This is an optimization exercise on Yosys and OpenROAD, whose aim is small area, a short achievable clock period and few clock cycles per item, not a production implementation. In this exercise RTL edits were held to simulation tests only and were not proved equivalent to the original.

==> flow/design.v (outline; a module is shown in full before it is edited, if it fits) <==
// module lsu_addsat: 14 lines
// module lsu_clamp: 12 lines
// module lsu_addclamp: 26 lines
// module lsu_mulb: 2160 lines
// module lsu_bs: 3 lines
// module lsu_fa: 4 lines
// module lsu_ha: 4 lines
// module lsu_add33: 91 lines
// module lsu_add36: 100 lines
// module lsu_add64: 328 lines
// module loop_slot_unit: 276 lines
module loop_slot_unit (
    input  wire        clk,
    input  wire        rst,
    input  wire        in_valid,
    output wire        in_ready,
    input  wire [2:0]  typ,
    input  wire [3:0]  fmt,
    input  wire        lim_src,
    input  wire [7:0]  signs,
    input  wire        hold,
    input  wire        start,
    input  wire [31:0] a,
    input  wire [31:0] b,
    input  wire [31:0] c,
    input  wire [31:0] d,
    input  wire [31:0] p0,
    input  wire [31:0] p1,
    input  wire [31:0] p2,
    input  wire [31:0] p3,
    input  wire [31:0] p4,
    input  wire [31:0] p5,
    input  wire [15:0] p6,
    input  wire [31:0] st_out,
    input  wire [31:0] st_i,
    input  wire [7:0]  gov_gap,
    input  wire [7:0]  gov_win,
    output reg         out_valid,
    output reg  [31:0] out,
    output reg  [31:0] aux,
    output reg  [5:0]  flags
);
  // ...
==> flow/flow/run.sh <==
#!/bin/bash
set -euo pipefail
bash standard.sh SETUP_SLACK_MARGIN=34.5 SKIP_GATE_CLONING=1 MATCH_CELL_FOOTPRINT=0 finish > standard.log 2>&1
==> flow/standard.sh <==
#!/bin/bash
# synth_recipe.tcl (not shown) runs the flow's synth.tcl, then flattens the netlist and writes it again
# the make line also repeats each setting of config.mk as NAME=value (left out here)
make -C /OpenROAD-flow-scripts/flow DESIGN_CONFIG=/design/flow/config.mk WORK_HOME=/design/flow/orfs CLKGATE_MAP_FILE= SYNTH_SCRIPT=/design/flow/synth_recipe.tcl "${@:-finish}"
==> flow/config.mk <==
export PLATFORM = sky130hd
export DESIGN_NAME = loop_slot_unit
export DESIGN_NICKNAME = loop_slot_unit
export VERILOG_FILES = /design/flow/design.v
export SDC_FILE = /design/flow/constraint.sdc
export NUM_CORES = 4
export LEC_CHECK = 0
export CAP_MARGIN = 20
export CELL_PAD_IN_SITES_DETAIL_PLACEMENT = 2
export CELL_PAD_IN_SITES_GLOBAL_PLACEMENT = 2
export CORE_MARGIN = 2
export CORE_UTILIZATION = 25
export SLEW_MARGIN = 20
export SYNTH_HIERARCHICAL = 1
export SYNTH_MINIMUM_KEEP_SIZE = 0
==> flow/constraint.sdc <==
create_clock -name core_clock -period 44.0 [get_ports {clk}]
set_input_delay 8.8000 -clock core_clock [delete_from_list [all_inputs] [get_ports {clk}]]
set_output_delay 8.8000 -clock core_clock [all_outputs]
set_load 0.01 [all_outputs]
==> impl_summary.log, run 1 <==
[metrics] result of the run: finished clean
[metrics] number of nets with antenna violations after detailed routing: 0
[metrics] worst hold margin: slightly above 0.3 ns
[metrics] count of filler cells inserted in the layout: 37060
[metrics] category of the most critical setup path: flip-flop to primary output
[metrics] clock sink count: 847
[metrics] slew at the pin with the worst max-slew slack: 1.188 ns
[metrics] initial detailed-routing violation count: ~5800
[metrics] core area: about 330000 sq um
[metrics] wire length of the first global-routing pass: between 600 and 700 mm
[metrics] GR Util met2: 0.4111
[metrics] Worst R2R Path Depth: 21
[metrics] ratio of final minimum period to clock period: 0.2371
[metrics] FF-to-FF Start: k1r[23]$_DFF_P_
[metrics] post-placement cell count: approximately 14000
[metrics] Critical Path AT: about 1.6 ns
[metrics] clock network latency to the later pin of the worst-skew pair: around 0.95 ns
[metrics] number of setup buffers added after CTS: 21
[metrics] biggest area consumer among cell classes: multi-input combinational cells
[metrics] clock buffer count: between 100 and 150
[metrics] Clock buffers and inverters, area share: 0.03723
[metrics] Top Usage Layer GRT: met2
[metrics] Final Net Count: ~11000
[metrics] number of hold violations in the final report: 0
[metrics] worst stage delay on the critical path: just over 0.5 ns
[metrics] number of top-level pins: 509
[metrics] per-cell routed wire length: 33.02 um
[metrics] Max-Slew Margin vs Limit: 0.2072
[metrics] Worst Setup End Kind: primary output
[metrics] maximum root-to-sink buffer count: 4
[metrics] met1 capacity usage during global routing: 0.3470
[metrics] total DRC errors in the routed layout: 0
[metrics] slack of the worst reg-to-reg path: 34.86 ns
[metrics] top library cells by usage in the layout, fill and taps aside: inv_1 (923), nand2_1 (761), fa_1 (700)
[metrics] post-route worst setup slack: between 30 and 40 ns
[metrics] # Taps: 4387
[metrics] final period demand of the worst path: 10.43 ns
[metrics] root buffer cell: clkbuf_16
Testbench counts, summed over its fixed seeds: cycles 37,310, items 32,000.
==> run 2: changes to the inputs <==
==> flow/run.sh (new file) <==
#!/bin/bash
# synth_recipe.tcl (not shown) runs the flow's synth.tcl, then flattens the netlist and writes it again
# the make line also repeats each setting of config.mk as NAME=value (left out here)
make -C /OpenROAD-flow-scripts/flow DESIGN_CONFIG=/design/flow/config.mk WORK_HOME=/design/flow/orfs CLKGATE_MAP_FILE= SYNTH_SCRIPT=/design/flow/synth_recipe.tcl finish
removed: flow/flow/run.sh
removed: flow/standard.sh
==> run 2 against run 1 <==
Flip-flop and latch count stayed put. Still clean. Register-to-register slack worse by 1.5 ns.
==> impl_summary.log, run 2 <==
[metrics] worst stage delay on the critical path: 0.61 ns (+0.10 ns)
[metrics] root buffer cell: clkbuf_16
[metrics] drt first pass iters: 6
[metrics] via count of the first global-routing pass: ~81000
[metrics] total of endpoints with negative setup slack in the final report: 0
[metrics] Largest register FFs: 64
[metrics] clock tree from TritonCTS: built
[metrics] Critical Path AT: 1.94 ns (+0.31 ns)
[metrics] initial detailed-routing violation count: 5736 (-0.31%)
[metrics] # rows: 212
[metrics] total DRC errors in the routed layout: 0 (unchanged)
[metrics] Worst R2R Path Depth: 35 (+67%)
[metrics] share of post-route cells with drive strength above 1: 0.07927
[metrics] Final Net Count: 11050 (-0.22%)
[metrics] critical-path cell with the highest stage delay: clkdlybuf4s50_1
[metrics] cell depth of the worst setup path: 1
[metrics] max-cap viol count: 0
[metrics] number of warnings printed during yosys synthesis: 7
[metrics] end of the worst register-to-register path: aux[30]$_DFFE_PP_
[metrics] worst-path maximum fanout: 2
[metrics] number of setup buffers added after CTS: 0 (-100%)
[metrics] number of nets with antenna violations after detailed routing: 0 (unchanged)
[metrics] most common cell after layout, fill and taps aside: inv_1
[metrics] input/output buffers: 508
[metrics] post-placement cell count: 13550 (+0.074%)
[metrics] synthesized instance count: between 8000 and 9000
[metrics] result of the run: finished clean
[metrics] pin count of the biggest net entering global routing: a little under 100
[metrics] top library cells by usage in the layout, fill and taps aside: inv_1 (926), nand2_1 (761), fa_1 (700)
[metrics] mean instance size in the synthesized netlist: 9.448 sq um
[metrics] count of filler cells inserted in the layout: 37040 (-0.049%)
[metrics] final cell area excluding filler cells: about 97000 sq um
[metrics] CP Capture Point: aux[0]
[metrics] clock network latency to the later pin of the worst-skew pair: 0.92 ns (-0.03 ns)
[metrics] overall routed net length: ~460 mm
[metrics] Hold Path Class: flip-flop to flip-flop
[metrics] clk_skew: ~0.084 ns
[metrics] synthesized cell area: between 80000 and 90000 sq um
[metrics] post-route non-filler standard cell count: between 10000 and 15000
[metrics] fmax: between 0.09 and 0.1 GHz
[metrics] crit path launch: aux[0]$_DFFE_PP_
[metrics] last weighted congestion value of the routability-driven placer: ~0.96
[metrics] Post-CTS Resized: 0
[metrics] area delta synth->final: 16.33%
[metrics] kind of start point of the critical path: flip-flop
[metrics] final period demand of the worst path: 10.74 ns (+0.3047 ns)
[metrics] number of levels the H-tree was split into: 3
[metrics] FF-to-FF Start: sel2[1]$_DFF_P_
[metrics] overall die width: about 580 um
[metrics] category of the most critical setup path: flip-flop to primary output
[metrics] initial core utilization: 0.2509
[metrics] CP Buf/Inv Count: 1
[metrics] number of top-level pins: 509 (unchanged)
[metrics] Max-Slew Margin vs Limit: 0.1668 (-0.04042)
[metrics] cell area reported after detailed placement: ~93000 sq um
[metrics] clock transition at the register clock pins on the worst setup and hold paths after CTS: roughly 0.070 ns
[metrics] placed wire-length estimate: between 300 and 400 mm
[metrics] number of clock buffers inserted by TritonCTS: about 110
[metrics] core utilization of the finished layout: 0.2919
[metrics] ratio of final minimum period to clock period: 0.2440 (+0.006925)
[metrics] accumulated negative setup slack: 0 ns
[metrics] core area: 333200 sq um (unchanged)
[metrics] setup repair after global routing missed its margin: no
[metrics] Chip Height: a little under 600 um
[metrics] slew at the pin with the worst max-slew slack: 1.238 ns (+0.05083 ns)
[metrics] Total Routing Usage GR: 0.2636
[metrics] slack of the worst reg-to-reg path: 33.31 ns (-1.55 ns)
[metrics] data required time at the worst endpoint: 35.20 ns
[metrics] CP delay by family, top: buffers and inverters
[metrics] total count of max-transition violations in the final report: 0
[metrics] number of hold violations in the final report: 0 (unchanged)
[metrics] total grt overflow: 0
[metrics] wire length of the first global-routing pass: 638.5 mm (+0.58%)
[metrics] maximum root-to-sink buffer count: 4 (unchanged)
[metrics] Via-to-Cell Ratio: ~5.4
[metrics] per-cell routed wire length: 33.39 um (+1.1%)
[metrics] clock sink count: 847 (unchanged)
[metrics] most flop-heavy register: pr2
[metrics] total number of vias: 74470
[metrics] number of antenna violations at the first check in global routing: 40
[metrics] critical path, cell by cell: clkdlybuf4s50_1
[metrics] total die area: 339000 sq um
[metrics] post-cts hold buffer count: 0
[metrics] Worst Setup End Kind: primary output
==> run 2: metal layers <==
layer / vias up / part of all wire / GRT usage
met5: - / 0.00021 / 0
met4: 14 / 0.058 / 0.1337
met3: 838 / 0.059 / 0.04068
met2: 2833 / 0.44 / 0.4095
met1: 38990 / 0.45 / 0.3534
li1: 31800 / - / -
==> run 2: cell type report <==
cell class / count / area, sq um / area share
multi-input cells: 6693 / 59040 / 0.6072
flip-flops and latches: 847 / 19000 / 0.1954
repair buffers: 693 / 6486 / 0.06670
well taps: 4387 / 5489 / 0.05644
inverters: 926 / 3476 / 0.03574
clock buffers: 138 / 3063 / 0.03150
clock inverters: 64 / 624.3 / 0.006420
diodes: 25 / 62.56 / 0.0006433
==> run 2: through the flow <==
step	hold WS [ns]	worst slack, ns
floorplan	0.3096	33.75
detailed placement	0.3157	32.95
finish	0.3277	33.26
global route	0.3448	32.80
global placement	0.3240	32.85
CTS	0.3323	33.06
==> run 2: how the worst min path moves through the flow <==
stage / slack [ns] / cells after the start / from / to
3_5_place_dp: 0.32 / 0 / h0$_DFF_P_ / h1$_DFF_P_
5_1_grt: 0.34 / 0 / h0$_DFF_P_ / h1$_DFF_P_
2_1_floorplan: 0.31 / 0 / gap0[0]$_SDFF_PN1_ / gap1[0]$_DFF_P_
6_report: 0.33 / 0 / h0$_DFF_P_ / h1$_DFF_P_
4_1_cts: 0.33 / 0 / h0$_DFF_P_ / h1$_DFF_P_
3_3_place_gp: 0.32 / 0 / h0$_DFF_P_ / h1$_DFF_P_
==> module loop_slot_unit, before the edit <==
module loop_slot_unit (
    input  wire        clk,
    input  wire        rst,
    input  wire        in_valid,
    output wire        in_ready,
    input  wire [2:0]  typ,
    input  wire [3:0]  fmt,
    input  wire        lim_src,
    input  wire [7:0]  signs,
    input  wire        hold,
    input  wire        start,
    input  wire [31:0] a,
    input  wire [31:0] b,
    input  wire [31:0] c,
    input  wire [31:0] d,
    input  wire [31:0] p0,
    input  wire [31:0] p1,
    input  wire [31:0] p2,
    input  wire [31:0] p3,
    input  wire [31:0] p4,
    input  wire [31:0] p5,
    input  wire [15:0] p6,
    input  wire [31:0] st_out,
    input  wire [31:0] st_i,
    input  wire [7:0]  gov_gap,
    input  wire [7:0]  gov_win,
    output reg         out_valid,
    output reg  [31:0] out,
    output reg  [31:0] aux,
    output reg  [5:0]  flags
);
    localparam T_BAND = 3'd1, T_PI = 3'd2, T_RAMP = 3'd3,
               T_LIMIT = 3'd4, T_SUM = 3'd5, T_SCALE = 3'd6;
    localparam F_AOV = 0, F_LIM = 1, F_INT = 2, F_RATE = 3, F_GOV = 4, F_ORDER = 5;
    localparam M_PASS = 3'd0, M_BAND = 3'd1, M_RAMP = 3'd2, M_SCALE = 3'd3,
               M_PI0 = 3'd4, M_PI1 = 3'd5;
    reg         rdy, rdy_o;       
    assign in_ready = rdy_o;
    wire        acc   = in_valid & rdy;
    wire        acc_o = in_valid & rdy_o;
    wire        gov_in = (gov_gap < p6[7:0]) | (gov_win >= p6[15:8]);
    wire [7:0]  gap_in = (gov_gap == 8'hff) ? 8'hff : gov_gap + 8'd1;
    reg         v0;
    reg  [2:0]  t0;
    reg  [3:0]  f0;
    reg         ls0, h0, s0;
    reg  [7:0]  sg0, gap0;
    reg         gov0;
    reg  [31:0] a0, b0, c0, d0, k0, k1, k2, k3, k4, k5, so0, si0;
    always @(posedge clk) begin
        if (rst) begin
            rdy   <= 1'b1;
            rdy_o <= 1'b1;
            v0    <= 1'b0;
        end else begin
            rdy   <= ~(acc & (typ == T_PI));
            rdy_o <= ~(acc_o & (typ == T_PI));
            v0  <= acc | (v0 & ~rdy);
        end
        if (rdy) begin
            t0 <= typ; f0 <= fmt; a0 <= a; b0 <= b; k0 <= p0; k4 <= p4; k5 <= p5;
        end
        ls0 <= lim_src; h0 <= hold; s0 <= start; sg0 <= signs;
        c0 <= c; d0 <= d; k1 <= p1; k2 <= p2; k3 <= p3;
        so0 <= st_out; si0 <= st_i; gov0 <= gov_in; gap0 <= gap_in;
    end
    wire is_band  = t0 == T_BAND;
    wire is_pi    = t0 == T_PI;
    wire is_ramp  = t0 == T_RAMP;
    wire is_limit = t0 == T_LIMIT;
    wire is_sum   = t0 == T_SUM;
    wire is_scale = t0 == T_SCALE;
    wire pi0 = is_pi & ~rdy;      
    wire pi1 = is_pi & rdy;       
    wire [31:0] e;
    wire        e_ov;
    lsu_addsat #(.SUB(1)) u_err (.x(a0), .y(b0), .s(e), .ov(e_ov));
    wire [1:0] sc_sel = (f0[1] & f0[2] & ~f0[0]) ? 2'd0 :              
                        ((f0[1] ^ f0[2]) ? (f0[0] ? 2'd2 : 2'd1) :      
                         (f0[1] ? 2'd1 : (f0[0] ? 2'd3 : 2'd2)));       
    wire [1:0]  m_sel = pi0 ? (f0[3] ? 2'd1 : 2'd2) :
                        pi1 ? (f0[2] ? 2'd1 : 2'd2) : sc_sel;
    wire [31:0] s_inc, s_dec;
    wire        s_inc_ov, s_dec_ov;
    lsu_addsat           u_inc (.x(so0), .y(is_band ? k2 : k0), .s(s_inc), .ov(s_inc_ov));
    lsu_addsat #(.SUB(1)) u_dec (.x(so0), .y(is_band ? k2 : k1), .s(s_dec), .ov(s_dec_ov));
    wire        band_up = $signed(e) > $signed(k0);
    wire [32:0] band_dns = {e[31], e} + {k1[31], k1};
    wire        band_dn = band_dns[32];
    wire [31:0] lim_lo0 = ls0 ? b0 : k0;
    wire [31:0] lim_hi0 = ls0 ? c0 : k1;
    wire        lim_order = $signed(lim_lo0) > $signed(lim_hi0);
    wire [32:0] lim_mid2;
    wire        lim_co;
    lsu_add33 u_mid (.x({lim_lo0[31], lim_lo0}), .y({lim_hi0[31], lim_hi0}), .ci(1'b0),
                     .s(lim_mid2), .co(lim_co));
    wire [31:0] lim_mid   = lim_mid2[32:1];
    wire [31:0] cl_x  = is_pi ? so0 : (is_ramp & s0) ? b0 : a0;
    wire [31:0] cl_lo = is_pi ? k5 : is_ramp ? k2 : lim_lo0;
    wire [31:0] cl_hi = is_pi ? k4 : is_ramp ? k3 : lim_hi0;
    wire        cl_below = $signed(cl_x) < $signed(cl_lo);
    wire        cl_above = $signed(cl_x) > $signed(cl_hi);
    wire [31:0] cl_y   = cl_below ? cl_lo : (cl_above ? cl_hi : cl_x);
    wire        cl_act = cl_below | cl_above;
    wire        lim_ord  = is_limit & lim_order;
    wire [31:0] lim_out  = lim_ord ? lim_mid : cl_y;
    wire        lim_act  = lim_ord ? (a0 != lim_mid) : cl_act;
    wire [35:0] sa = {{4{a0[31]}}, a0};
    wire [35:0] sb = {{4{b0[31]}}, b0};
    wire [35:0] sc = {{4{c0[31]}}, c0};
    wire [35:0] sd = {{4{d0[31]}}, d0};
    wire [35:0] ta = (sg0[1:0] == 2'b01) ? sa : (sg0[1:0] == 2'b10) ? ~sa : 36'd0;
    wire [35:0] tb = (sg0[3:2] == 2'b01) ? sb : (sg0[3:2] == 2'b10) ? ~sb : 36'd0;
    wire [35:0] tc = (sg0[5:4] == 2'b01) ? sc : (sg0[5:4] == 2'b10) ? ~sc : 36'd0;
    wire [35:0] td = (sg0[7:6] == 2'b01) ? sd : (sg0[7:6] == 2'b10) ? ~sd : 36'd0;
    wire [35:0] t0s = {{4{k0[31]}}, k0};
    wire [35:0] s1 = t0s ^ ta ^ tb;
    wire [35:0] c1 = {(t0s[34:0] & ta[34:0]) | (t0s[34:0] & tb[34:0]) | (ta[34:0] & tb[34:0]),
                      sg0[1:0] == 2'b10};
    wire [35:0] s2 = tc ^ td ^ s1;
    wire [35:0] c2 = {(tc[34:0] & td[34:0]) | (tc[34:0] & s1[34:0]) | (td[34:0] & s1[34:0]),
                      sg0[3:2] == 2'b10};
    wire [35:0] s3 = c1 ^ c2 ^ s2;
    wire [35:0] c3 = {(c1[34:0] & c2[34:0]) | (c1[34:0] & s2[34:0]) | (c2[34:0] & s2[34:0]),
                      sg0[5:4] == 2'b10};
    wire [35:0] sum_acc;
    wire        sum_co;
    lsu_add36 u_sum (.x(s3), .y(c3), .ci(sg0[7:6] == 2'b10), .s(sum_acc), .co(sum_co));
    wire        sum_pos_ov = ~sum_acc[35] & (|sum_acc[34:31]);
    wire        sum_neg_ov =  sum_acc[35] & ~(&sum_acc[34:31]);
    wire [31:0] sum_out = sum_pos_ov ? 32'h7fff_ffff :
                          sum_neg_ov ? 32'h8000_0000 : sum_acc[31:0];
    reg         v1;
    reg  [2:0]  md1;
    reg  [1:0]  sel1;
    reg  [31:0] x1, k1r, w1, lo1, hi1;
    reg  [7:0]  gap1;
    reg  [5:0]  fl1;
    reg         up1, dn1, h1, gov1, eov1, iov1, dov1, st1, ge1, le1;
    always @(posedge clk) begin
        if (rst) v1 <= 1'b0;
        else     v1 <= v0 & ~pi0;
        md1  <= pi0 ? M_PI0 : pi1 ? M_PI1 : is_scale ? M_SCALE :
                is_band ? M_BAND : is_ramp ? M_RAMP : M_PASS;
        sel1 <= m_sel;
        x1   <= is_band ? s_inc : is_ramp ? cl_y : is_limit ? lim_out :
                is_sum ? sum_out : is_scale ? a0 : is_pi ? e : 32'd0;
        k1r  <= (is_band | is_ramp) ? so0 : pi0 ? k1 : k0;
        w1   <= is_band ? s_dec : is_scale ? k1 : si0;
        lo1  <= is_band ? k3 : is_ramp ? s_dec : pi0 ? k2 : k4;
        hi1  <= is_band ? k4 : is_ramp ? s_inc : pi0 ? k3 : k5;
        gap1 <= gap0;
        fl1  <= is_limit ? {lim_order, 3'd0, lim_act, 1'b0} :
                is_sum ? {5'd0, sum_pos_ov | sum_neg_ov} :
                is_ramp ? {4'd0, cl_act, 1'b0} : 6'd0;
        up1  <= band_up | is_ramp;
        dn1  <= band_dn;
        h1   <= h0;
        gov1 <= gov0;
        eov1 <= e_ov;
        iov1 <= s_inc_ov;
        dov1 <= s_dec_ov;
        st1  <= s0;
        ge1  <= ~cl_below;      
        le1  <= ~cl_above;      
    end
    wire md1_band = md1 == M_BAND;
    wire md1_ramp = md1 == M_RAMP;
    wire md1_mul  = (md1 == M_SCALE) | (md1 == M_PI0) | (md1 == M_PI1);
    wire [63:0] m_p;
    lsu_mulb u_mul (.x(x1), .k(k1r),
                    .rnd({sel1 == 2'd3, sel1 == 2'd2, sel1 == 2'd1, sel1 == 2'd0}),
                    .p(m_p));
    wire        band_try  = (up1 | dn1) & ~h1;
    wire [31:0] band_cand = up1 ? x1 : w1;
    wire        band_cov  = up1 ? iov1 : dov1;
    wire        b_below = $signed(band_cand) < $signed(lo1);
    wire        b_above = $signed(band_cand) > $signed(hi1);
    wire [31:0] b_cl    = b_below ? lo1 : (b_above ? hi1 : band_cand);
    wire        b_act   = b_below | b_above;
    wire band_noop   = b_cl == k1r;
    wire band_change = band_try & ~band_noop & ~gov1;
    wire [31:0] band_out = band_change ? b_cl : k1r;
    wire [8:0]  band_aux = {band_change, band_change ? 8'd1 : gap1};
    wire [5:0]  band_fl  = {1'b0, band_try & ~band_noop & gov1, 2'b00,
                            band_try & b_act, eov1 | (band_try & band_cov)};
    wire ramp_rise = $signed(x1) > $signed(k1r);
    wire ramp_fall = $signed(x1) < $signed(k1r);
    wire ramp_up_short = b_above;      
    wire ramp_dn_short = b_below;      
    reg [31:0] ramp_out;
    reg        ramp_rate, ramp_aov;
    always @* begin
        ramp_out  = x1;
        ramp_rate = 1'b0;
        ramp_aov  = 1'b0;
        if (st1) begin
            ramp_out = x1;
        end else if (ramp_rise) begin
            ramp_out  = ramp_up_short ? hi1 : x1;
            ramp_rate = ramp_up_short;
            ramp_aov  = iov1;
        end else if (ramp_fall) begin
            ramp_out  = ramp_dn_short ? lo1 : x1;
            ramp_rate = ramp_dn_short;
            ramp_aov  = dov1;
        end else begin
            ramp_out = k1r;
        end
    end
    reg         v2;
    reg  [2:0]  md2;
    reg  [1:0]  sel2;
    reg  [63:0] pr2;
    reg  [31:0] w2, lo2, hi2;
    reg  [5:0]  fl2;
    reg         h2, eov2, ge2, le2;
    always @(posedge clk) begin
        if (rst) v2 <= 1'b0;
        else     v2 <= v1;
        md2  <= md1;
        sel2 <= sel1;
        pr2  <= md1_mul ? m_p :
                md1_band ? {23'd0, band_aux, band_out} :
                md1_ramp ? {x1, ramp_out} : {32'd0, x1};
        fl2  <= md1_band ? band_fl :
                md1_ramp ? {2'b00, ramp_rate, 1'b0, fl1[F_LIM], ramp_aov} : fl1;
        w2   <= w1;
        lo2  <= lo1;
        hi2  <= hi1;
        h2   <= h1;
        eov2 <= eov1;
        ge2  <= ge1;
        le2  <= le1;
    end
    reg  [63:0] q64;
    always @* begin
        case (sel2)
            2'd0:    q64 = {{2{pr2[63]}},  pr2[63:2]};
            2'd1:    q64 = {{16{pr2[63]}}, pr2[63:16]};
            2'd2:    q64 = {{30{pr2[63]}}, pr2[63:30]};
            default: q64 = {{44{pr2[63]}}, pr2[63:44]};
        endcase
    end
    wire        q_ov = ~((&q64[63:31]) | ~(|q64[63:31]));
    wire [31:0] q    = q_ov ? (q64[63] ? 32'h8000_0000 : 32'h7fff_ffff) : q64[31:0];
    wire md2_pi0   = md2 == M_PI0;
    wire md2_pi1   = md2 == M_PI1;
    wire md2_scale = md2 == M_SCALE;
    wire windup = md2_pi0 & ((ge2 & ~q[31] & (|q)) | (le2 & q[31]));
    wire [31:0] s3_sum, s3_z;
    wire        s3_ov, s3_act;
    lsu_addclamp u_s3 (.x(q), .y(md2_pi1 ? aux : w2), .wu(windup), .lo(lo2), .hi(hi2),
                       .s(s3_sum), .z(s3_z), .ov(s3_ov), .act(s3_act));
    always @(posedge clk) begin
        if (rst) out_valid <= 1'b0;
        else     out_valid <= v2;
        if (md2_pi0) begin
            out   <= s3_z;       
            aux   <= h2 ? w2 : s3_z;
            flags <= {3'd0, ~h2 & (windup | s3_act), 1'b0,
                      eov2 | (~h2 & (q_ov | s3_ov))};
        end else if (md2_pi1) begin
            out   <= s3_z;
            flags <= {3'd0, flags[F_INT], s3_act, flags[F_AOV] | q_ov | s3_ov};
        end else if (md2_scale) begin
            out   <= s3_sum;
            aux   <= 32'd0;
            flags <= {5'd0, q_ov | s3_ov};
        end else begin
            out   <= pr2[31:0];
            aux   <= pr2[63:32];
            flags <= fl2;
        end
    end
endmodule
==> run 3: changes to the inputs <==
--- a/flow/design.v
+++ b/flow/design.v
@@ -2992,19 +2992,22 @@
     wire windup = md2_pi0 & ((ge2 & ~q[31] & (|q)) | (le2 & q[31]));
     wire [31:0] s3_sum, s3_z;
     wire        s3_ov, s3_act;
-    lsu_addclamp u_s3 (.x(q), .y(md2_pi1 ? aux : w2), .wu(windup), .lo(lo2), .hi(hi2),
+    reg  [31:0] i3;
+    reg         int3, aov3;
+    lsu_addclamp u_s3 (.x(q), .y(md2_pi1 ? i3 : w2), .wu(windup), .lo(lo2), .hi(hi2),
                        .s(s3_sum), .z(s3_z), .ov(s3_ov), .act(s3_act));
     always @(posedge clk) begin
+        i3   <= h2 ? w2 : s3_z;
+        int3 <= ~h2 & (windup | s3_act);
+        aov3 <= eov2 | (~h2 & (q_ov | s3_ov));
+    end
+    always @(posedge clk) begin
         if (rst) out_valid <= 1'b0;
         else     out_valid <= v2;
-        if (md2_pi0) begin
-            out   <= s3_z;       
-            aux   <= h2 ? w2 : s3_z;
-            flags <= {3'd0, ~h2 & (windup | s3_act), 1'b0,
-                      eov2 | (~h2 & (q_ov | s3_ov))};
-        end else if (md2_pi1) begin
+        if (md2_pi1) begin
             out   <= s3_z;
-            flags <= {3'd0, flags[F_INT], s3_act, flags[F_AOV] | q_ov | s3_ov};
+            aux   <= i3;
+            flags <= {3'd0, int3, s3_act, aov3 | q_ov | s3_ov};
         end else if (md2_scale) begin
             out   <= s3_sum;
             aux   <= 32'd0;
==> flow/flow/run.sh (new file) <==
#!/bin/bash
set -euo pipefail
bash standard.sh SETUP_SLACK_MARGIN=34.5 SKIP_GATE_CLONING=1 MATCH_CELL_FOOTPRINT=0 finish > standard.log 2>&1
==> flow/standard.sh (new file) <==
#!/bin/bash
# synth_recipe.tcl (not shown) runs the flow's synth.tcl, then flattens the netlist and writes it again
# the make line also repeats each setting of config.mk as NAME=value (left out here)
make -C /OpenROAD-flow-scripts/flow DESIGN_CONFIG=/design/flow/config.mk WORK_HOME=/design/flow/orfs CLKGATE_MAP_FILE= SYNTH_SCRIPT=/design/flow/synth_recipe.tcl "${@:-finish}"
removed: flow/run.sh
==> run 3 against run 2 <==
Still clean on timing, DRC and antenna. Cell count increased by 1.9%. Design area increased by 1.6%.
==> impl_summary.log, run 3 <==
[metrics] most flop-heavy register: pr2
[metrics] drt first pass iters: 7 (+1)
[metrics] data required time at the worst endpoint: 35.20 ns (about the same)
[metrics] Via-to-Cell Ratio: 5.357 (-0.93%)
[metrics] post-route non-filler standard cell count: 14040 (+1.9%)
[metrics] Largest register FFs: 64 (unchanged)
[metrics] synthesized instance count: 8976 (+1.4%)
[metrics] top library cells by usage in the layout, fill and taps aside: nand2_1 (964), inv_1 (892), fa_1 (700)
[metrics] slew at the pin with the worst max-slew slack: 1.214 ns (-0.02475 ns)
[metrics] total DRC errors in the routed layout: 0 (unchanged)
[metrics] Total Routing Usage GR: 0.2578 (-0.005850)
[metrics] kind of start point of the critical path: flip-flop
[metrics] Worst Setup End Kind: primary output
[metrics] initial core utilization: 0.2510 (about the same)
[metrics] core area: 336600 sq um (+1.0%)
[metrics] overall die width: 585.4 um (+0.53%)
[metrics] total number of vias: 75210 (+0.99%)
[metrics] CP Buf/Inv Count: 1 (unchanged)
[metrics] met1 layer wirelength in the final routing: 205.9 mm (+0.48%)
[metrics] Met2 Wirelength: 196.0 mm (-2.5%)
[metrics] clk_skew: 0.09827 ns (+0.01449 ns)
[metrics] highest metal layer used by the detailed router: met5
[metrics] fmax: 0.09809 GHz (+5.3%)
[metrics] last weighted congestion value of the routability-driven placer: 0.9415 (-1.8%)
[metrics] number of setup buffers added after CTS: 0 (unchanged)
[metrics] Final Net Count: 11200 (+1.3%)
[metrics] Hold Path Class: flip-flop to flip-flop
[metrics] clock transition at the register clock pins on the worst setup and hold paths after CTS: 0.06 ns (about the same)
[metrics] clock network latency to the later pin of the worst-skew pair: 0.92 ns (about the same)
[metrics] launch point of the worst hold path: h0$_DFF_P_
[metrics] cell depth of the worst hold path: 0 (unchanged)
[metrics] maximum root-to-sink buffer count: 4 (unchanged)
[metrics] CP delay by family, top: flip-flops
[metrics] category of the most critical setup path: flip-flop to primary output
[metrics] clock sink count: 881 (+4.0%)
[metrics] overall routed net length: 453.3 mm (-1.4%)
[metrics] hold endpoint: h1$_DFF_P_
[metrics] area of the multi-input gates: 59650 sq um (+1.0%)
[metrics] # rows: 213 (+0.47%)
[metrics] input/output buffers: 508 (unchanged)
[metrics] end of the worst register-to-register path: out[3]$_DFF_P_
[metrics] slack of the worst reg-to-reg path: 34.91 ns (+1.60 ns)
[metrics] wire length of the first global-routing pass: 630.8 mm (-1.2%)
[metrics] setup repair after global routing missed its margin: yes
[metrics] number of warnings printed during yosys synthesis: 7 (unchanged)
[metrics] total length of routed met3 wires: 27.11 mm (-0.48%)
[metrics] Critical Path AT: 1.39 ns (-0.55 ns)
[metrics] area delta synth->final: 16.88%
[metrics] number of clock buffers inserted by TritonCTS: 114 (+2.7%)
[metrics] per-cell routed wire length: 32.29 um (-3.3%)
[metrics] synthesized cell area: 84500 sq um (+1.1%)
[metrics] number of levels the H-tree was split into: 3 (unchanged)
[metrics] worst stage delay on the critical path: 0.39 ns (-0.22 ns)
[metrics] worst hold margin: 0.3285 ns (+0.0008080 ns)
[metrics] Max-Slew Margin vs Limit: 0.1882 (+0.02137)
[metrics] Worst R2R Path Depth: 35 (unchanged)
[metrics] number of antenna violations at the first check in global routing: 30 (-25%)
[metrics] ratio of final minimum period to clock period: 0.2317 (-0.01231)
[metrics] number of nets with antenna violations after detailed routing: 0 (unchanged)
[metrics] Chip Height: 585.4 um (+0.53%)
[metrics] FF-to-FF Start: sel2[0]$_DFF_P_
[metrics] via count of the first global-routing pass: 81170 (+0.21%)
[metrics] critical-path cell with the highest stage delay: dfxtp_4
[metrics] placed wire-length estimate: 356.0 mm (+0.43%)
[metrics] total count of max-transition violations in the final report: 0 (unchanged)
[metrics] pin count of the biggest net entering global routing: 81 (-17%)
[metrics] area used by sequential logic in the layout: 19420 sq um (+2.2%)
[metrics] total of endpoints with negative setup slack in the final report: 0 (unchanged)
[metrics] most common cell after layout, fill and taps aside: nand2_1
[metrics] post-placement cell count: 13820 (+2.0%)
[metrics] result of the run: finished clean
[metrics] number of hold violations in the final report: 0 (unchanged)
[metrics] worst-path maximum fanout: 1 (-1)
[metrics] total grt overflow: 0 (unchanged)
[metrics] share of post-route cells with drive strength above 1: 0.1019 (+0.02262)
[metrics] mean instance size in the synthesized netlist: 9.414 sq um (-0.36%)
[metrics] count of filler cells inserted in the layout: 37310 (+0.71%)
[metrics] root buffer cell: clkbuf_16
[metrics] accumulated negative setup slack: 0 ns (unchanged)
[metrics] total die area: 342700 sq um (+1.1%)
[metrics] clock tree from TritonCTS: built
[metrics] initial detailed-routing violation count: 5730 (-0.10%)
[metrics] critical path, cell by cell: buf_6
[metrics] final period demand of the worst path: 10.19 ns (-0.5418 ns)
[metrics] number of top-level pins: 509 (unchanged)
[metrics] max-cap viol count: 0 (unchanged)
-- run 3: routing by layer --
| layer | vias to the layer above | GRT usage |
|---|---|---|
| li1 | 32270 | - |
| met1 | 39370 | 0.3538 |
| met2 | 2836 | 0.3954 |
| met3 | 729 | 0.03855 |
| met4 | 10 | 0.1221 |
| met5 | - | 0 |
-- run 3: repair_timing --
action | CTS | global route
pin swaps | 7 | 5
resized for setup | 301 | 56
hold buffers | 0 | 0
endpoints found under the setup margin | 139 | 139
-- run 3: how the worst max path moves through the flow --
stage                          startpoint      endpoint  slack, ns  cells past startpoint
after floorplan                gov_win[0]  gov0$_DFF_P_      33.91                     13
after global placement         gov_win[0]  gov0$_DFF_P_      31.94                     15
after detailed placement       gov_win[0]  gov0$_DFF_P_      32.05                     15
final                     out[24]$_DFF_P_       out[24]      33.81                      1
after global routing      out[24]$_DFF_P_       out[24]      33.77                      1
after CTS                 out[24]$_DFF_P_       out[24]      33.74                      1
-- run 3: final cells by class --
cell class / instances / area share
Inverter: 896 / 0.03413
Multi-Input combinational cell: 6799 / 0.6039
Clock inverter: 70 / 0.008260
Antenna cell: 14 / 0.0003547
Sequential cell: 881 / 0.1966
Clock buffer: 140 / 0.03153
Tap cell: 4515 / 0.05720
Timing Repair Buffer: 725 / 0.06797
-- run 3: per-stage QoR --
| stage | worst slack (ns) | utilization | area, sq um |
|---|---|---|---|
| floorplan | 33.91 | - | 84620 |
| global placement | 31.94 | 0.2813 | 94680 |
| detailed placement | 32.05 | 0.2813 | 94690 |
| CTS | 33.74 | 0.2928 | 98550 |
| global route | 33.77 | 0.2933 | 98740 |
| finish | 33.81 | 0.2934 | 98770 |
Testbench counts of run 3, summed over its fixed seeds: cycles 37,310, items 32,000.
==> run 4: changes to the inputs <==
--- a/flow/config.mk
+++ b/flow/config.mk
@@ -10,6 +10,8 @@
 export CELL_PAD_IN_SITES_GLOBAL_PLACEMENT = 2
 export CORE_MARGIN = 2
 export CORE_UTILIZATION = 25
+export CTS_CLUSTER_DIAMETER = 120
+export CTS_CLUSTER_SIZE = 24
 export SLEW_MARGIN = 20
 export SYNTH_HIERARCHICAL = 1
 export SYNTH_MINIMUM_KEEP_SIZE = 0
==> run 4 against run 3 <==
Global-route usage fell by 0.19 points. Clock skew grew 0.0017 ns. Design area decreased by 1.8%. Hold slack gained 0.0070 ns. Via count shrank 0.71%. Cell count down 0.74%. Highest routed layer unchanged. Sequential share of layout area up 0.36 points. Register-to-register slack better by 0.03 ns. Still clean. Critical path type unchanged. Count of clock-buffer cells in the layout shrank 66. Maximum frequency increased by 0.50%. Non-clock buffer count unchanged.
==> impl_summary.log, run 4 <==
[metrics] Worst R2R Path Depth: 35 (unchanged)
[metrics] drt first pass iters: 6 (-1)
[metrics] final period demand of the worst path: 10.14 ns (-0.05110 ns)
[metrics] cell depth of the worst setup path: 1 (unchanged)
[metrics] synthesized instance count: 8976 (unchanged)
[metrics] cell depth of the worst hold path: 0 (unchanged)
[metrics] total grt overflow: 0 (unchanged)
[metrics] setup repair after global routing missed its margin: yes
[metrics] initial detailed-routing violation count: 5874 (+2.5%)
[metrics] synthesized cell area: 84500 sq um (unchanged)
[metrics] FF-to-FF Start: sel2[0]$_DFF_P_
[metrics] slew at the pin with the worst max-slew slack: 1.216 ns (+0.002054 ns)
[metrics] critical-path cell with the highest stage delay: dfxtp_4
[metrics] number of nets with antenna violations after detailed routing: 0 (unchanged)
[metrics] share of post-route cells with drive strength above 1: 0.09226 (-0.009620)
[metrics] critical path, cell by cell: buf_6
[metrics] worst stage delay on the critical path: 0.40 ns (about the same)
[metrics] total number of vias: 74680 (-0.71%)
[metrics] clock sink count: 881 (unchanged)
[metrics] worst hold margin: 0.3355 ns (+0.006971 ns)
[metrics] most flop-heavy register: pr2
[metrics] initial core utilization: 0.2510 (unchanged)
[metrics] total die area: 342700 sq um (unchanged)
[metrics] crit path launch: out[24]$_DFF_P_
[metrics] Largest register FFs: 64 (unchanged)
[metrics] root buffer cell: clkbuf_16
[metrics] placed wire-length estimate: 356.0 mm (unchanged)
[metrics] pin count of the biggest net entering global routing: 81 (unchanged)
[metrics] clock network latency to the later pin of the worst-skew pair: 0.85 ns (-0.07 ns)
[metrics] accumulated negative setup slack: 0 ns (unchanged)
[metrics] Hold Path Class: flip-flop to flip-flop
[metrics] number of warnings printed during yosys synthesis: 7 (unchanged)
[metrics] count of filler cells inserted in the layout: 37410 (+0.27%)
[metrics] # rows: 213 (unchanged)
[metrics] number of hold violations in the final report: 0 (unchanged)
[metrics] CP delay by family, top: flip-flops
[metrics] total DRC errors in the routed layout: 0 (unchanged)
[metrics] number of clock buffers inserted by TritonCTS: 59 (-48%)
[metrics] ratio of final minimum period to clock period: 0.2305 (-0.001161)
[metrics] Final Net Count: 11140 (-0.49%)
[metrics] category of the most critical setup path: flip-flop to primary output
[metrics] via count of the first global-routing pass: 80430 (-0.91%)
[metrics] fmax: 0.09858 GHz (+0.50%)
[metrics] top library cells by usage in the layout, fill and taps aside: nand2_1 (964), inv_1 (892), fa_1 (700)
[metrics] input/output buffers: 508 (unchanged)
[metrics] CP Capture Point: out[24]
[metrics] area delta synth->final: 14.77%
[metrics] end of the worst register-to-register path: out[3]$_DFF_P_
[metrics] total count of max-transition violations in the final report: 0 (unchanged)
[metrics] data required time at the worst endpoint: 35.20 ns (about the same)
[metrics] number of antenna violations at the first check in global routing: 31 (+3.3%)
[metrics] clock tree from TritonCTS: built
[metrics] core area: 336600 sq um (unchanged)
[metrics] Via-to-Cell Ratio: 5.358 (about the same)
[metrics] worst-path maximum fanout: 1 (unchanged)
[metrics] overall routed net length: 450.3 mm (-0.66%)
[metrics] slack of the worst reg-to-reg path: 34.94 ns (+0.03 ns)
[metrics] Chip Height: 585.4 um (unchanged)
[metrics] post-route non-filler standard cell count: 13940 (-0.74%)
[metrics] Max-Slew Margin vs Limit: 0.1868 (-0.001374)
[metrics] Worst Setup End Kind: primary output
[metrics] wire length of the first global-routing pass: 626.2 mm (-0.73%)
[metrics] overall die width: 585.4 um (unchanged)
[metrics] max-cap viol count: 0 (unchanged)
[metrics] total of endpoints with negative setup slack in the final report: 0 (unchanged)
[metrics] clk_skew: 0.09993 ns (+0.001662 ns)
[metrics] per-cell routed wire length: 32.31 um (about the same)
[metrics] maximum root-to-sink buffer count: 3 (-1)
[metrics] Total Routing Usage GR: 0.2559 (-0.001916)
[metrics] mean instance size in the synthesized netlist: 9.414 sq um (unchanged)
[metrics] number of levels the H-tree was split into: 2 (-1)
[metrics] most common cell after layout, fill and taps aside: nand2_1
[metrics] clock transition at the register clock pins on the worst setup and hold paths after CTS: 0.09 ns (+0.03 ns)
[metrics] result of the run: finished clean
[metrics] last weighted congestion value of the routability-driven placer: 0.9415 (unchanged)
[metrics] CP Buf/Inv Count: 1 (unchanged)
[metrics] kind of start point of the critical path: flip-flop
[metrics] Critical Path AT: 1.34 ns (-0.05 ns)
[metrics] post-placement cell count: 13820 (unchanged)
[metrics] number of top-level pins: 509 (unchanged)
run 4: area by class of cell:
cell class / instances / area (sq um) / area share
antenna: 13 / 32.53 / 0.0003354
timing repair buffer: 725 / 6716 / 0.06926
clock buffer: 74 / 1554 / 0.01602
multi-input combinational: 6799 / 59660 / 0.6151
sequential: 881 / 19420 / 0.2002
clock inverter: 33 / 581.8 / 0.005999
inverter: 896 / 3371 / 0.03476
tap: 4515 / 5649 / 0.05825
run 4: worst min-delay path by stage:
stage	endpoint	startpoint	slack, ns
2_1_floorplan	gap1[0]$_DFF_P_	gap0[0]$_SDFF_PN1_	0.31
3_3_place_gp	h1$_DFF_P_	h0$_DFF_P_	0.32
3_5_place_dp	gap1[0]$_DFF_P_	gap0[0]$_SDFF_PN1_	0.32
4_1_cts	h1$_DFF_P_	h0$_DFF_P_	0.34
5_1_grt	h1$_DFF_P_	h0$_DFF_P_	0.35
6_report	h1$_DFF_P_	h0$_DFF_P_	0.34
run 4: stage by stage:
| stage | utilization | setup slack, ns | cell area, sq um |
|---|---|---|---|
| floorplan | - | 33.91 | 84620 |
| global placement | 0.2813 | 31.94 | 94680 |
| detailed placement | 0.2813 | 32.05 | 94690 |
| CTS | 0.2875 | 33.79 | 96790 |
| global route | 0.2880 | 33.82 | 96950 |
| finish | 0.2881 | 33.86 | 96980 |
run 4: what timing repair did:
item / in CTS / in global routing
pin swaps: 7 / 4
endpoints found under the hold margin: 0 / 0
buffers inserted: 0 / 0
endpoints found under the setup margin: 139 / 139
hold buffers: 0 / 0
gates cloned: 0 / 0
gates resized for setup: 310 / 47
run 4: metal layers:
layer  global-route usage  wire length (um)  part of all wire  vias to the layer above
met5                    0                31          0.000069                        -
met4               0.1151             23500             0.052                        6
met3              0.03473             25900             0.058                      655
met2               0.3946            195300              0.43                     2790
met1               0.3538            205600              0.46                    39160
li1                     -                 -                 -                    32060
==> run 5: changes to the inputs <==
==> flow/flow/run.sh (replaced) <==
#!/bin/bash
# The standard layout (the standard.sh: standard synthesis, floorplan, placement,
# CTS, routing) with these changes to how it is made; the constraints
# (constraint.sdc) are the design's:
# - every port still gets a buffer, but the smallest one (buf_1) to start with;
# - ORFS's timing repair is asked to keep 34.5 ns of setup slack at the design's
#   44 ns clock, so that it sizes and buffers every path longer than 9.5 ns
#   (including those port buffers), with gate cloning off and sizing free to
#   change a cell's footprint.
# make's full output goes to standard.log here; ORFS keeps each step's log under orfs/logs.
set -euo pipefail
bash standard.sh SETUP_SLACK_MARGIN=34.5 SKIP_GATE_CLONING=1 MATCH_CELL_FOOTPRINT=0 \
    "BUFFER_PORTS_ARGS=-buffer_cell sky130_fd_sc_hd__buf_1" finish > standard.log 2>&1
==> run 5 against run 4 <==
Setup slack lost 0.010 ns. Clock skew shrank 0.045 ns. Cell count is essentially flat. Hold slack lost 0.0014 ns. Synthesized area is the same.
==> impl_summary.log, run 5 <==
[metrics] maximum root-to-sink buffer count: 3 (unchanged)
[metrics] clock tree from TritonCTS: built
[metrics] end of the worst register-to-register path: pr2[37]$_DFF_P_
[metrics] area of the multi-input gates: 59590 sq um (-0.11%)
[metrics] Hold Path Class: flip-flop to flip-flop
[metrics] input/output buffers: 508 (unchanged)
[metrics] global routing met3 resource utilization: 0.03495 (+0.0002250)
[metrics] per-cell routed wire length: 32.38 um (+0.20%)
[metrics] number of levels the H-tree was split into: 2 (unchanged)
[metrics] setup repair after global routing missed its margin: yes
[metrics] total die area: 342700 sq um (unchanged)
[metrics] result of the run: finished clean
[metrics] total number of vias: 74780 (+0.14%)
[metrics] accumulated negative setup slack: 0 ns (unchanged)
[metrics] last weighted congestion value of the routability-driven placer: 0.9323 (-0.98%)
[metrics] count of filler cells inserted in the layout: 37780 (+0.99%)
[metrics] overall die width: 585.4 um (unchanged)
[metrics] CP Buf/Inv Count: 1 (unchanged)
[metrics] core area: 336600 sq um (unchanged)
[metrics] kind of start point of the critical path: flip-flop
[metrics] ratio of final minimum period to clock period: 0.2308 (+0.0002341)
[metrics] category of the most critical setup path: flip-flop to primary output
[metrics] mean instance size in the synthesized netlist: 9.414 sq um (unchanged)
[metrics] overall routed net length: 451.0 mm (+0.15%)
[metrics] share of post-route cells with drive strength above 1: 0.09160 (-0.0006654)
[metrics] initial core utilization: 0.2510 (unchanged)
[metrics] Final Net Count: 11130 (-0.14%)
[metrics] synthesized instance count: 8976 (unchanged)
[metrics] slew at the pin with the worst max-slew slack: 1.324 ns (+0.1081 ns)
[metrics] hold endpoint: le2$_DFF_P_
[metrics] Largest register FFs: 64 (unchanged)
[metrics] total count of max-transition violations in the final report: 0 (unchanged)
[metrics] data required time at the worst endpoint: 35.20 ns (about the same)
[metrics] most flop-heavy register: pr2
[metrics] GR Util met2: 0.3950 (about the same)
[metrics] met1 capacity usage during global routing: 0.3570 (+0.003163)
[metrics] post-placement cell count: 13800 (-0.12%)
[metrics] total grt overflow: 0 (unchanged)
[metrics] drt first pass iters: 8 (+2)
[metrics] # rows: 213 (unchanged)
[metrics] Worst R2R Path Depth: 23 (-34%)
[metrics] Total Routing Usage GR: 0.2564 (+0.0005605)
[metrics] Chip Height: 585.4 um (unchanged)
[metrics] critical path, cell by cell: buf_6
[metrics] number of hold violations in the final report: 0 (unchanged)
[metrics] area delta synth->final: 11.39%
[metrics] cell depth of the worst hold path: 0 (unchanged)
[metrics] clk_skew: 0.05484 ns (-0.04510 ns)
[metrics] cell depth of the worst setup path: 1 (unchanged)
[metrics] total of endpoints with negative setup slack in the final report: 0 (unchanged)
[metrics] slack of the worst reg-to-reg path: 34.75 ns (-0.19 ns)
[metrics] root buffer cell: clkbuf_16
[metrics] initial detailed-routing violation count: 6232 (+6.1%)
[metrics] clock transition at the register clock pins on the worst setup and hold paths after CTS: 0.11 ns (+0.02 ns)
[metrics] critical-path cell with the highest stage delay: dfxtp_4
[metrics] total DRC errors in the routed layout: 0 (unchanged)
[metrics] number of clock buffers inserted by TritonCTS: 57 (-3.4%)
[metrics] worst-path maximum fanout: 1 (unchanged)
[metrics] Critical Path AT: 1.35 ns (about the same)
[metrics] most common cell after layout, fill and taps aside: nand2_1
[metrics] placed wire-length estimate: 357.0 mm (+0.28%)
[metrics] post-route non-filler standard cell count: 13930 (-0.050%)
[metrics] top library cells by usage in the layout, fill and taps aside: nand2_1 (964), inv_1 (893), fa_1 (700)
[metrics] Max-Slew Margin vs Limit: 0.1082 (-0.07864)
[metrics] number of top-level pins: 509 (unchanged)
[metrics] number of nets with antenna violations after detailed routing: 0 (unchanged)
[metrics] clock sink count: 881 (unchanged)
[metrics] synthesized cell area: 84500 sq um (unchanged)
[metrics] clock network latency to the later pin of the worst-skew pair: 0.82 ns (-0.03 ns)
[metrics] area used by sequential logic in the layout: 19460 sq um (+0.24%)
[metrics] Worst Setup End Kind: primary output
[metrics] post-cts hold buffer count: 0 (unchanged)
[metrics] CP delay by family, top: flip-flops
[metrics] number of antenna violations at the first check in global routing: 38 (+23%)
[metrics] Top Usage Layer GRT: met2
[metrics] fmax: 0.09848 GHz (-0.10%)
[metrics] pin count of the biggest net entering global routing: 130 (+60%)
[metrics] wire length of the first global-routing pass: 628.8 mm (+0.41%)
[metrics] via count of the first global-routing pass: 80740 (+0.38%)
[metrics] max-cap viol count: 0 (unchanged)
[metrics] FF-to-FF Start: k1r[7]$_DFF_P_
[metrics] launch point of the worst hold path: le1$_DFF_P_
[metrics] Via-to-Cell Ratio: 5.369 (+0.19%)
[metrics] number of warnings printed during yosys synthesis: 7 (unchanged)
[metrics] worst stage delay on the critical path: 0.41 ns (about the same)
[metrics] final period demand of the worst path: 10.15 ns (+0.01030 ns)
run 5: timing repair:
item	in CTS	in global routing
setup endpoints to repair	117	141
buffers inserted	2	0
pin swaps	8	5
resized for setup	259	29
run 5: area by class of cell:
type | instances | share of cell area
tap | 4515 | 0.06002
sequential | 881 | 0.2068
clock buffer | 74 | 0.01683
antenna | 25 | 0.0006646
clock inverter | 28 | 0.005184
timing repair buffer | 711 | 0.04153
inverter | 896 | 0.03586
multi-input combinational | 6799 | 0.6331
run 5: worst max-delay path by stage:
stage | slack (ns) | endpoint | startpoint
final | 33.85 | out[24] | out[24]$_DFF_P_
after global routing | 33.80 | out[24] | out[24]$_DFF_P_
after CTS | 33.79 | out[24] | out[24]$_DFF_P_
after detailed placement | 32.97 | gov0$_DFF_P_ | gov_win[0]
after global placement | 32.85 | gov0$_DFF_P_ | gov_win[0]
after floorplan | 33.91 | gov0$_DFF_P_ | gov_win[0]
run 5: worst reg2reg max path: cells and delay by family, from the launching register on:
kind / cells / cell delay (ns)
flops: 1 / 0.33
buf+inv: 2 / 1.11
xor+xnor: 2 / 0.65
simple gates: 4 / 1.10
compound gates: 8 / 2.49
fa+ha+maj: 7 / 3.44
run 5: layer usage:
| metal | wire length, um | up-vias |
|---|---|---|
| met1 | 206500 | 39310 |
| met4 | 22790 | 4 |
| met3 | 26570 | 603 |
| met2 | 195100 | 2812 |
| met5 | 27 | - |
| li1 | - | 32060 |
run 5: per-stage QoR:
step	cell area (sq um)	hold WS (ns)	utilization	setup slack (ns)
6_report	94130	0.3341	0.2796	33.85
5_1_grt	94070	0.3278	0.2795	33.80
4_1_cts	93940	0.3250	0.2791	33.79
3_5_place_dp	91360	0.3180	0.2714	32.97
3_3_place_gp	91360	0.3199	0.2714	32.85
2_1_floorplan	84620	0.3096	-	33.91
==> run 6: changes to the inputs <==
--- a/flow/config.mk
+++ b/flow/config.mk
@@ -10,8 +10,6 @@
 export CELL_PAD_IN_SITES_GLOBAL_PLACEMENT = 2
 export CORE_MARGIN = 2
 export CORE_UTILIZATION = 25
-export CTS_CLUSTER_DIAMETER = 120
-export CTS_CLUSTER_SIZE = 24
 export SLEW_MARGIN = 20
 export SYNTH_HIERARCHICAL = 1
 export SYNTH_MINIMUM_KEEP_SIZE = 0
==> run 6 against run 5 <==
Global-route usage up 0.20 points. First-iteration DRC count down 0.45%. Synthesized area unchanged. Maximum frequency down 0.14%. Non-clock buffer count down 1. Critical path depth unchanged. Register-to-register slack better by 0.12 ns. Highest routed layer unchanged.
==> impl_summary.log, run 6 <==
[metrics] result of the run: finished clean
[metrics] Worst Setup End Kind: primary output
[metrics] area delta synth->final: 13.45%
[metrics] maximum root-to-sink buffer count: 4 (+1)
[metrics] synthesized cell area: 84500 sq um (unchanged)
[metrics] clock sink count: 881 (unchanged)
[metrics] overall routed net length: 454.3 mm (+0.74%)
[metrics] met1 layer wirelength in the final routing: 207.6 mm (+0.53%)
[metrics] total count of max-transition violations in the final report: 0 (unchanged)
[metrics] category of the most critical setup path: flip-flop to primary output
[metrics] total number of vias: 75500 (+0.96%)
[metrics] Max-Slew Margin vs Limit: 0.1657 (+0.05750)
[metrics] Total Routing Usage GR: 0.2584 (+0.001990)
[metrics] number of hold violations in the final report: 0 (unchanged)
[metrics] drt first pass iters: 6 (-2)
[metrics] total die area: 342700 sq um (unchanged)
[metrics] synthesized instance count: 8976 (unchanged)
[metrics] most common cell after layout, fill and taps aside: nand2_1
[metrics] total length of routed met3 wires: 26.85 mm (+1.1%)
[metrics] kind of start point of the critical path: flip-flop
[metrics] Critical Path AT: 1.37 ns (+0.02 ns)
[metrics] clk_skew: 0.08332 ns (+0.02848 ns)
[metrics] placed wire-length estimate: 357.0 mm (unchanged)
[metrics] number of warnings printed during yosys synthesis: 7 (unchanged)
[metrics] pin count of the biggest net entering global routing: 130 (unchanged)
[metrics] cell depth of the worst hold path: 0 (unchanged)
[metrics] initial detailed-routing violation count: 6204 (-0.45%)
[metrics] fmax: 0.09834 GHz (-0.14%)
[metrics] mean instance size in the synthesized netlist: 9.414 sq um (unchanged)
[metrics] number of clock buffers inserted by TritonCTS: 114 (+100%)
[metrics] # rows: 213 (unchanged)
[metrics] max-cap viol count: 0 (unchanged)
[metrics] end of the worst register-to-register path: pr2[37]$_DFF_P_
[metrics] most flop-heavy register: pr2
[metrics] via count of the first global-routing pass: 81420 (+0.85%)
[metrics] number of nets with antenna violations after detailed routing: 0 (unchanged)
[metrics] CP Buf/Inv Count: 1 (unchanged)
[metrics] share of post-route cells with drive strength above 1: 0.1015 (+0.009868)
[metrics] slew at the pin with the worst max-slew slack: 1.243 ns (-0.08119 ns)
[metrics] hold endpoint: gov1$_DFF_P_
[metrics] Final Net Count: 11180 (+0.50%)
[metrics] top library cells by usage in the layout, fill and taps aside: nand2_1 (964), inv_1 (893), fa_1 (700)
[metrics] root buffer cell: clkbuf_16
[metrics] Chip Height: 585.4 um (unchanged)
[metrics] worst stage delay on the critical path: 0.37 ns (-0.04 ns)
[metrics] worst-path maximum fanout: 1 (unchanged)
[metrics] Hold Path Class: flip-flop to flip-flop
[metrics] Via-to-Cell Ratio: 5.382 (+0.25%)
[metrics] total DRC errors in the routed layout: 0 (unchanged)
[metrics] ratio of final minimum period to clock period: 0.2311 (+0.0003273)
[metrics] per-cell routed wire length: 32.39 um (about the same)
[metrics] accumulated negative setup slack: 0 ns (unchanged)
[metrics] Largest register FFs: 64 (unchanged)
[metrics] CP delay by family, top: flip-flops
[metrics] core area: 336600 sq um (unchanged)
[metrics] FF-to-FF Start: k1r[7]$_DFF_P_
[metrics] total of endpoints with negative setup slack in the final report: 0 (unchanged)
[metrics] last weighted congestion value of the routability-driven placer: 0.9323 (unchanged)
[metrics] clock tree from TritonCTS: built
[metrics] post-placement cell count: 13800 (unchanged)
[metrics] number of top-level pins: 509 (unchanged)
[metrics] initial core utilization: 0.2510 (unchanged)
[metrics] final cell area excluding filler cells: 95870 sq um (+1.9%)
[metrics] final period demand of the worst path: 10.17 ns (+0.01440 ns)
[metrics] Met2 Wirelength: 195.5 mm (+0.21%)
[metrics] number of levels the H-tree was split into: 3 (+1)
[metrics] total grt overflow: 0 (unchanged)
[metrics] overall die width: 585.4 um (unchanged)
[metrics] clock network latency to the later pin of the worst-skew pair: 0.91 ns (+0.09 ns)
[metrics] slack of the worst reg-to-reg path: 34.87 ns (+0.12 ns)
[metrics] input/output buffers: 508 (unchanged)
[metrics] Worst R2R Path Depth: 22 (-4.3%)
[metrics] data required time at the worst endpoint: 35.20 ns (about the same)
[metrics] number of antenna violations at the first check in global routing: 40 (+5.3%)
[metrics] cell area reported after detailed placement: 91360 sq um (unchanged)
[metrics] setup repair after global routing missed its margin: yes
[metrics] post-route non-filler standard cell count: 14030 (+0.71%)
[metrics] post-cts hold buffer count: 0 (unchanged)
[metrics] critical-path cell with the highest stage delay: dfxtp_4
[metrics] clock transition at the register clock pins on the worst setup and hold paths after CTS: 0.09 ns (-0.02 ns)
[metrics] launch point of the worst hold path: gov0$_DFF_P_
[metrics] highest metal layer used by the detailed router: met5
[metrics] critical path, cell by cell: buf_6
[metrics] wire length of the first global-routing pass: 633.4 mm (+0.73%)
==> run 6: through the flow <==
step | worst slack [ns] | hold slack (ns) | utilization
global route | 33.80 | 0.3311 | 0.2847
global placement | 32.85 | 0.3199 | 0.2714
floorplan | 33.91 | 0.3096 | -
CTS | 33.77 | 0.3088 | 0.2842
finish | 33.83 | 0.3170 | 0.2848
detailed placement | 32.97 | 0.3180 | 0.2714
==> run 6: worst max path at each step <==
stage	slack (ns)	startpoint	cells past startpoint	endpoint
finish	33.83	out[7]$_DFF_P_	1	out[7]
global route	33.80	out[24]$_DFF_P_	1	out[24]
CTS	33.77	out[7]$_DFF_P_	1	out[7]
detailed placement	32.97	gov_win[0]	15	gov0$_DFF_P_
global placement	32.85	gov_win[0]	15	gov0$_DFF_P_
floorplan	33.91	gov_win[0]	13	gov0$_DFF_P_
==> run 6: cell type report <==
class | instances | area (sq um)
Inverter | 896 | 3376
Fill cell | 37660 | 240700
Multi-Input combinational cell | 6799 | 59600
Clock inverter | 61 | 613.1
Tap cell | 4515 | 5649
Clock buffer | 144 | 3212
Antenna cell | 22 | 55.05
Sequential cell | 881 | 19470
Timing Repair Buffer | 710 | 3897
==> run 6: timing repair <==
action / in CTS / in global routing
hold endpoints to repair: 0 / 0
resized for setup: 249 / 41
setup endpoints to repair: 118 / 145
pin swaps: 8 / 5
setup buffers: 2 / 0
==> run 6: metal layers <==
| layer | global-route usage | up-vias |
|---|---|---|
| met5 | 0 | - |
| met4 | 0.1168 | 8 |
| met3 | 0.03467 | 683 |
| met2 | 0.3963 | 2971 |
| met1 | 0.3592 | 39600 |
| li1 | - | 32240 |

what the ideal ports hide:
The results above use ideal ports. As a check the final layouts listed here were re-extracted and re-timed, cells and wires unchanged.
Step 1: set_driving_cell puts a clkbuf_16 on clk and a buf_2 on each other input, an assumption about the parent block.
Step 2, shift: input delay + t, output delay - t, t = (earliest + latest rising clock arrival at the registers) / 2. This alone moves slack from input paths to output paths.
Slacks: ideal ports / drivers / drivers and shift; pairs: ideal ports / drivers.
| run | t, ns | slack for setup (ns) | worst setup path after step 2 | latest minus earliest clock arrival (ns) | cell pins on the clock port's net |
|---|---|---|---|---|---|
| run 1 | 0.951 | 33.568 / 33.484 / 33.497 | input to register | 0.171 / 0.171 | 1 |
| run 2 | 0.960 | 33.263 / 33.178 / 32.912 | input to register | 0.089 / 0.089 | 1 |
| run 3 | 0.977 | 33.805 / 33.698 / 33.087 | input to register | 0.100 / 0.099 | 1 |
| run 4 | 0.905 | 33.856 / 33.750 / 33.172 | input to register | 0.103 / 0.103 | 1 |
| run 5 | 0.909 | 33.846 / 33.731 / 33.345 | input to register | 0.055 / 0.055 | 1 |
| run 6 | 0.982 | 33.832 / 33.718 / 33.316 | input to register | 0.083 / 0.083 | 1 |
After both steps every run listed still meets setup and hold. For run 3, which loses most, drivers alone change the setup slack by -0.107 ns; drivers and shift together by -0.718 ns.
